This is an optimization exercise on Yosys and OpenROAD, whose aim is small area, a short achievable clock period and few clock cycles, not a production implementation.
Function not checked in this run: the RTL went through the layout flow alone.

## flow/config.mk

```make
export PLATFORM = sky130hd
export DESIGN_NAME = lve_modarith
export DESIGN_NICKNAME = lve_modarith
export VERILOG_FILES = /design/flow/design.v
export SDC_FILE = /design/flow/constraint.sdc
export NUM_CORES = 4
export LEC_CHECK = 0
export CAP_MARGIN = 20
export CORE_MARGIN = 2
export CORE_UTILIZATION = 40
export SLEW_MARGIN = 20
```

## flow/constraint.sdc

```tcl
create_clock -name core_clock -period 30.0 [get_ports {clk}]
set_input_delay 6.0000 -clock core_clock [delete_from_list [all_inputs] [get_ports {clk}]]
set_output_delay 6.0000 -clock core_clock [all_outputs]
set_load 0.01 [all_outputs]
```

## flow/design.v

```verilog
module lve_mod_lane #(
    parameter integer N    = 16,
    parameter integer QW   = 12,           
    parameter integer Q    = 3329,
    parameter integer MU   = 19,           
    parameter integer QINV = 32'h0cff,     
    parameter integer R2   = 1353          
) (
    input  wire          clk,
    input  wire [3:0]    op,
    input  wire [3:0]    imm,
    input  wire [31:0]   a,
    input  wire [31:0]   b,
    input  wire [31:0]   w,
    output reg  [QW-1:0] r0,
    output reg  [QW-1:0] r1
);
    localparam [3:0] OP_MADD = 4'd0, OP_MSUB = 4'd1, OP_MNEG = 4'd2, OP_MRED = 4'd3,
                     OP_MMONT = 4'd4, OP_MBAR = 4'd5, OP_TOMONT = 4'd6,
                     OP_CMPR = 4'd7, OP_DCMPR = 4'd8, OP_P2R = 4'd9, OP_DECOMP = 4'd10,
                     OP_CT = 4'd11, OP_GS = 4'd12, OP_BMUL = 4'd13;
    localparam integer MUW = N - QW + 1;                     
    localparam integer PW  = 2 * QW + 1;                     
    localparam integer SW  = ((PW > N + QW) ? PW : N + QW) + 1;
    localparam [QW-1:0]  QV    = Q;
    localparam [QW-1:0]  R2V   = R2;
    localparam [MUW-1:0] MUV   = MU;
    localparam [N-1:0]   QINVV = QINV;
    function [QW-1:0] red;
        input [N-1:0] x;
        reg   [N+MUW-1:0] prod;
        reg   [MUW-1:0]   qe;
        reg   [QW:0]      r, d;
        begin
            prod = x * MUV;
            qe   = prod[N+MUW-1:N];
            r    = x[QW:0] - qe * QV;
            d    = r - {1'b0, QV};
            red  = d[QW] ? r[QW-1:0] : d[QW-1:0];
        end
    endfunction
    function [QW-1:0] modadd;
        input [QW-1:0] x, y;    
        reg   [QW:0]   s, d;
        begin
            s      = {1'b0, x} + {1'b0, y};
            d      = s - {1'b0, QV};
            modadd = d[QW] ? s[QW-1:0] : d[QW-1:0];
        end
    endfunction
    function [QW-1:0] modsub;
        input [QW-1:0] x, y;    
        reg   [QW:0]   d;
        begin
            d      = {1'b0, x} - {1'b0, y};
            modsub = d[QW] ? d[QW-1:0] + QV : d[QW-1:0];
        end
    endfunction
    function [QW-1:0] redc;
        input [PW-1:0] p;
        reg   [N-1:0]  m;
        reg   [SW-1:0] s;
        reg   [QW:0]   t, d;
        begin
            m    = p[N-1:0] * QINVV;
            s    = p + m * QV;
            t    = s[SW-1:N];
            d    = t - {1'b0, QV};
            redc = d[QW] ? t[QW-1:0] : d[QW-1:0];
        end
    endfunction
    reg [3:0]    op2;
    reg [QW-1:0] ar2, br2, m1_2, e0_2, e1_2;
    reg [3:0]    op3;
    reg [QW-1:0] ar3, br3, m1_3, m2_3, e0_3, e1_3;
    reg  [3:0]    op1;
    reg  [QW-1:0] ar1, br1, wr1;
    always @(posedge clk) begin
        op1 <= op;
        ar1 <= red(a[N-1:0]);
        br1 <= red(b[N-1:0]);
        wr1 <= red(w[N-1:0]);
    end
    reg  [QW-1:0] x1, y1;
    wire [QW-1:0] b1r1;                       
    always @(*) begin
        case (op1)
            OP_TOMONT: begin x1 = ar1;                y1 = R2V; end
            OP_CT:     begin x1 = br1;                y1 = wr1; end
            OP_GS:     begin x1 = modsub(ar1, br1);   y1 = wr1; end
            OP_BMUL:   begin x1 = b1r1;               y1 = wr1; end
            default:   begin x1 = ar1;                y1 = br1; end
        endcase
    end
    wire [2*QW-1:0] p1 = x1 * y1;
    wire [QW-1:0]   m1 = redc({1'b0, p1});
    reg  [QW-1:0] e0, e1;
    wire [QW-1:0] bm0;                        
    generate
        if (N == 16) begin : g_kem
            reg [QW-1:0] a1r1, b1r1_q, a1r2, a1r3;
            reg [3:0]    d1;
            reg [11:0]   araw1;               
            always @(posedge clk) begin
                a1r1   <= red(a[31:16]);
                b1r1_q <= red(b[31:16]);
                d1     <= imm;
                araw1  <= a[11:0];
                a1r2   <= a1r1;
                a1r3   <= a1r2;
            end
            assign b1r1 = b1r1_q;
            reg [25:0] num;
            reg [39:0] qprod;
            reg [13:0] qe;
            reg [25:0] rem;
            reg [11:0] dmask;
            reg [23:0] dnum;
            wire [2*QW-1:0] pa = ar1 * b1r1_q;
            wire [2*QW-1:0] pb = a1r1 * br1;
            wire [QW-1:0]   bm1 = redc({1'b0, pa} + {1'b0, pb});
            wire [2*QW-1:0] pc = ar3 * br3;
            wire [2*QW-1:0] pd = a1r3 * m2_3;
            assign bm0 = redc({1'b0, pc} + {1'b0, pd});
            always @(*) begin
                dmask = ~(12'hfff << d1);
                num   = ({14'd0, ar1} << (d1 + 4'd1)) + 26'd3329;
                qprod = num * 14'd10079;
                qe    = qprod[39:26];
                rem   = num - qe * 13'd6658;
                if (rem >= 26'd6658) qe = qe + 14'd1;
                dnum  = (araw1 & dmask) * 12'd3329 + ((24'd1 << d1) >> 1);
                e0 = {QW{1'b0}};
                e1 = {QW{1'b0}};
                case (op1)
                    OP_CMPR:  e0 = qe[11:0] & dmask;
                    OP_DCMPR: e0 = dnum >> d1;
                    OP_BMUL:  e1 = bm1;
                    default:  ;
                endcase
            end
        end else begin : g_dsa
            reg        sel1;
            always @(posedge clk) sel1 <= imm[0];
            assign b1r1 = {QW{1'b0}};
            assign bm0  = {QW{1'b0}};
            reg [18:0] g2;
            reg [19:0] alpha;
            reg [6:0]  mu;
            reg [23:0] num;
            reg [30:0] qprod;
            reg [5:0]  qe;
            reg [23:0] rem;
            reg [22:0] hi, lo;
            reg        neg;
            always @(*) begin
                e0 = {QW{1'b0}};
                e1 = {QW{1'b0}};
                g2    = sel1 ? 19'd261888 : 19'd95232;
                alpha = sel1 ? 20'd523776 : 20'd190464;
                mu    = sel1 ? 7'd32 : 7'd88;
                num   = {1'b0, ar1} + {5'd0, g2} - 24'd1;
                qprod = num * mu;
                qe    = qprod[29:24];
                rem   = num - qe * alpha;
                if (rem >= {4'd0, alpha}) qe = qe + 6'd1;
                hi    = qe * alpha;                    
                lo    = modsub(ar1, hi);               
                neg   = ar1[12:0] > 13'd4096;          
                case (op1)
                    OP_P2R: begin
                        e0 = {13'd0, ar1[22:13] + {9'd0, neg}};
                        e1 = neg ? {10'd0, ar1[12:0]} + (QV - 23'd8192) : {10'd0, ar1[12:0]};
                    end
                    OP_DECOMP: begin
                        if (hi == QV - 23'd1) begin    
                            e0 = {QW{1'b0}};
                            e1 = (lo == {QW{1'b0}}) ? QV - 23'd1 : lo - 23'd1;
                        end else begin
                            e0 = {17'd0, qe};
                            e1 = lo;
                        end
                    end
                    default: ;
                endcase
            end
        end
    endgenerate
    always @(posedge clk) begin
        op2  <= op1;
        ar2  <= ar1;
        br2  <= br1;
        m1_2 <= m1;
        e0_2 <= e0;
        e1_2 <= e1;
    end
    wire [2*QW-1:0] p2 = m1_2 * R2V;
    wire [QW-1:0]   m2 = redc({1'b0, p2});
    always @(posedge clk) begin
        op3  <= op2;
        ar3  <= ar2;
        br3  <= br2;
        m1_3 <= m1_2;
        m2_3 <= m2;
        e0_3 <= e0_2;
        e1_3 <= e1_2;
    end
    always @(*) begin
        r0 = {QW{1'b0}};
        r1 = {QW{1'b0}};
        case (op3)
            OP_MADD:   r0 = modadd(ar3, br3);
            OP_MSUB:   r0 = modsub(ar3, br3);
            OP_MNEG:   r0 = modsub({QW{1'b0}}, ar3);
            OP_MRED:   r0 = ar3;
            OP_MMONT:  r0 = m1_3;
            OP_MBAR:   r0 = m2_3;
            OP_TOMONT: r0 = m1_3;
            OP_CT:     begin r0 = modadd(ar3, m1_3); r1 = modsub(ar3, m1_3); end
            OP_GS:     begin r0 = modadd(ar3, br3);  r1 = m1_3; end
            OP_BMUL:   begin r0 = bm0;               r1 = e1_3; end
            default:   begin r0 = e0_3;              r1 = e1_3; end
        endcase
    end
endmodule
module lve_modarith (
    input  wire        clk,
    input  wire        rst,         
    input  wire        in_valid,
    output wire        in_ready,
    input  wire [3:0]  in_op,
    input  wire        in_qsel,     
    input  wire [3:0]  in_imm,
    input  wire [31:0] in_a,
    input  wire [31:0] in_b,
    input  wire [31:0] in_w,
    output reg         out_valid,
    output wire [31:0] out_r0,
    output wire [31:0] out_r1
);
    assign in_ready = 1'b1;
    wire [11:0] kem_r0, kem_r1;
    wire [22:0] dsa_r0, dsa_r1;
    lve_mod_lane #(.N(16), .QW(12), .Q(3329), .MU(19), .QINV(32'h00000cff), .R2(1353)) u_kem (
        .clk(clk), .op(in_op), .imm(in_imm), .a(in_a), .b(in_b), .w(in_w),
        .r0(kem_r0), .r1(kem_r1)
    );
    lve_mod_lane #(.N(32), .QW(23), .Q(8380417), .MU(512), .QINV(32'hfc7fdfff), .R2(2365951)) u_dsa (
        .clk(clk), .op(in_op), .imm(in_imm), .a(in_a), .b(in_b), .w(in_w),
        .r0(dsa_r0), .r1(dsa_r1)
    );
    reg [2:0]  vld;
    reg [2:0]  qsel;
    reg [22:0] r0_q, r1_q;
    always @(posedge clk) begin
        if (rst) begin
            vld       <= 3'd0;
            out_valid <= 1'b0;
        end else begin
            vld       <= {vld[1:0], in_valid & in_ready};
            out_valid <= vld[2];
        end
        qsel <= {qsel[1:0], in_qsel};
        r0_q <= qsel[2] ? dsa_r0 : {11'd0, kem_r0};
        r1_q <= qsel[2] ? dsa_r1 : {11'd0, kem_r1};
    end
    assign out_r0 = {9'd0, r0_q};
    assign out_r1 = {9'd0, r1_q};
endmodule
```

## flow/run.sh

```bash
#!/bin/bash
# synth_recipe.tcl (not shown) runs the flow's synth.tcl, then flattens the netlist and writes it again
# the make line also repeats each setting of config.mk as NAME=value (left out here)
make -C /OpenROAD-flow-scripts/flow DESIGN_CONFIG=/design/flow/config.mk WORK_HOME=/design/flow/orfs CLKGATE_MAP_FILE= SYNTH_SCRIPT=/design/flow/synth_recipe.tcl finish
```

==> notes.md <==
[synth_stat cells (all sizes together), types with 396 or more instances]
library cell / instances
o21ai: 572
nand2: 1159
xnor2: 1038
inv: 4460
a21oi: 817
dfxtp: 593
xor2: 422
nor2: 1151
fa: 2870
clkbuf: 396
and2: 559
ha: 3172
[through the flow]
step	utilization, %	area [sq um]
floorplan	-	184000
global placement	42.2	194000
detailed placement	42.2	194000
CTS	42.8	197000
global route	42.8	197000
finish	42.8	197000
[worst paths after layout]
path | depth (start not counted) | endpoint | from
worst max register to register | 92 | u_dsa.m1_2[14]$_DFF_P_ | u_dsa.ar1[0]$_DFF_P_
worst min register to register | 0 | u_dsa.e1_3[3]$_DFF_P_ | u_dsa.e1_2[3]$_DFF_P_
worst max-delay path | 92 | u_dsa.m1_2[14]$_DFF_P_ | u_dsa.ar1[0]$_DFF_P_
worst min-delay path | 0 | u_dsa.e1_3[3]$_DFF_P_ | u_dsa.e1_2[3]$_DFF_P_
[critical path: cells and delay by family, from the launching register on]
family | cells | cell delay (ns)
compound gates | 28 | 7.32
xor+xnor | 15 | 3.35
fa+ha+maj | 21 | 9.75
buf+inv | 12 | 0.99
flops | 1 | 0.68
mux | 1 | 0.23
simple gates | 15 | 2.94
[cells by family after synthesis]
family	after synthesis	share of synthesized area (%)
fa+ha+maj	6049	52.8
buf+inv	4915	10.1
simple gates	4442	11.8
compound gates	3104	11.2
xor+xnor	1463	6.98
flops	593	6.44
mux	136	0.769
other cells	2	0.00408
[routing by layer]
layer / vias up / wire length [microns] / global-route usage (%)
li1: 67000 / - / -
met1: 69500 / 241000 / 31.6
met2: 3645 / 254000 / 39.1
met3: 798 / 29700 / 2.74
met4: 18 / 27100 / 9.83
met5: - / 107 / 0
[final cells by class]
cell class,instances,area (sq um)
diodes,54,135
clock buffers,80,1900
clock inverters,53,810
fillers,45500,262000
inverters,4466,16800
multi-input cells,15200,154000
flip-flops and latches,593,11900
well taps,6149,7690
repair buffers,403,3410
==> flow_summary.toml <==
[run_status]
status = "no timing/DRC/antenna violations"

[timing]
slew_headroom_pct = 22.0
rsz0062_at_grt = "no"
fmax_mhz = 39.5
worstMarginPinSlew_ns = 1.15
slew_viol_final = 0
whs_ns = 0.322
finalCritPeriodShare_pct = 84.4
setup_ws_ns = 4.69
finalHoldViolCount = 0
fin_setup_tns_ns = 0
finalSetupViolations = 0
layout_min_cycle_time_ns = 25.31
finClkSkew_ns = 0.0856

[drt]
drt_wl_total_mm = 552
vias_per_cell = 5.22
drtIter0Drc = 9152
num_vias = 141000
drc = 0
ant_nets = 0
avgRoutedWirePerCell_microns = 20.4
first_pass_iters = 8

[critical_path]
crit_path_top_delay_cell = "xnor2_1"
start_kind = "flip-flop"
worstPathRequired_ns = 30.68
ff2ff_setup_slack_ns = 4.69
crit_fanout = 16
arrival_ns = 26.00
crit_path_end_kind = "flip-flop"
critPathMaxStageDelay_ns = 0.78
path_common_cell = "fa_1"
critPathKind = "flip-flop to flip-flop"

[clocking]
cts_tree = "done"
postCtsSetupRepairBufs = 0
post_cts_resized = 0
clockRootBuffer = "clkbuf_16"
htree_levels = 3
hold_buffers = 0
clock_sinks = 593
clk_latency_ns = 0.75
cts_buffers = 73
clk_pin_slew_ns = 0.08
clock_path_buffers = 3

[layout]
nets = 26900
area_growth_pct = 6.77
drive_gt1_share_pct = 2.92
final_common_cell = "inv_1"
instances_no_fill = 27000
layout_common_cells = "inv_1, ha_1, fa_1, nand2_1, nor2_1"

[synthesis]
synth_top_area_share_pct = 31.2
synth.area.top_cells = "fa_1, ha_1, inv_1"
synth_edf_count = 0
ys_types = 111
synth.cell_area_sq_um = 184000
synth_ff_type = "dfxtp_1"
yosysSeqAreaShare_pct = 6.44
synth-async-reset-ratio_pct = 0
yosysTopAreaCell = "fa_1"
synth_cells = 20700
syn_area_per_cell_sq_um = 8.90
yosys_warnings = 3
ys_ff_latch = 593

[place]
dp_cells = 26800
pre_cts_slack_ns = 4.92
gp_congestion = 0.961
hpwl_mm = 479
port_buffers = 154

[die]
fp-row-count = 249
core-area_sq_um = 459000
fp.dieW_microns = 683
die_area_sq_um = 466000
top_level_ports = 174
die_h_microns = 683
start_util_pct = 40.1

[global_routing]
overflow = 0
antenna_found_initial = 62
grtUsageTotal_pct = 23.7
grt_pass1_wl_mm = 857
first_global_vias = 145000
grt_max_degree = 47

[worst_hold_path]
hp-class = "flip-flop to flip-flop"

[flow_run]
maxCapViolCount = 0

## what the ideal ports hide
No port has a modelled driver above. Below, the same layout with a new extraction and two added sets of constraints.
Step 1: set_driving_cell puts a clkbuf_16 on clk and a buf_2 on each other input, an assumption about the parent block.
Step 2 adds t to the input delays and takes it off the output delays; t is the mean of the earliest and latest rising clock arrival at the registers after step 1. Input paths then give back, and output paths get back, about the clock's delay inside the block.
Three values: ideal ports, drivers, drivers and shift; two values: the first two.
shift t [ns]: 0.836
setup slack, ns: 4.686 / 4.686 / 4.686
clock arrival spread, ns: 0.105 / 0.105
cell pins on the clock port's net: 1
After both steps setup and hold are still met in this run. The setup slack of this run moves by 0.000 ns with the drivers and by 0.000 ns with both steps.
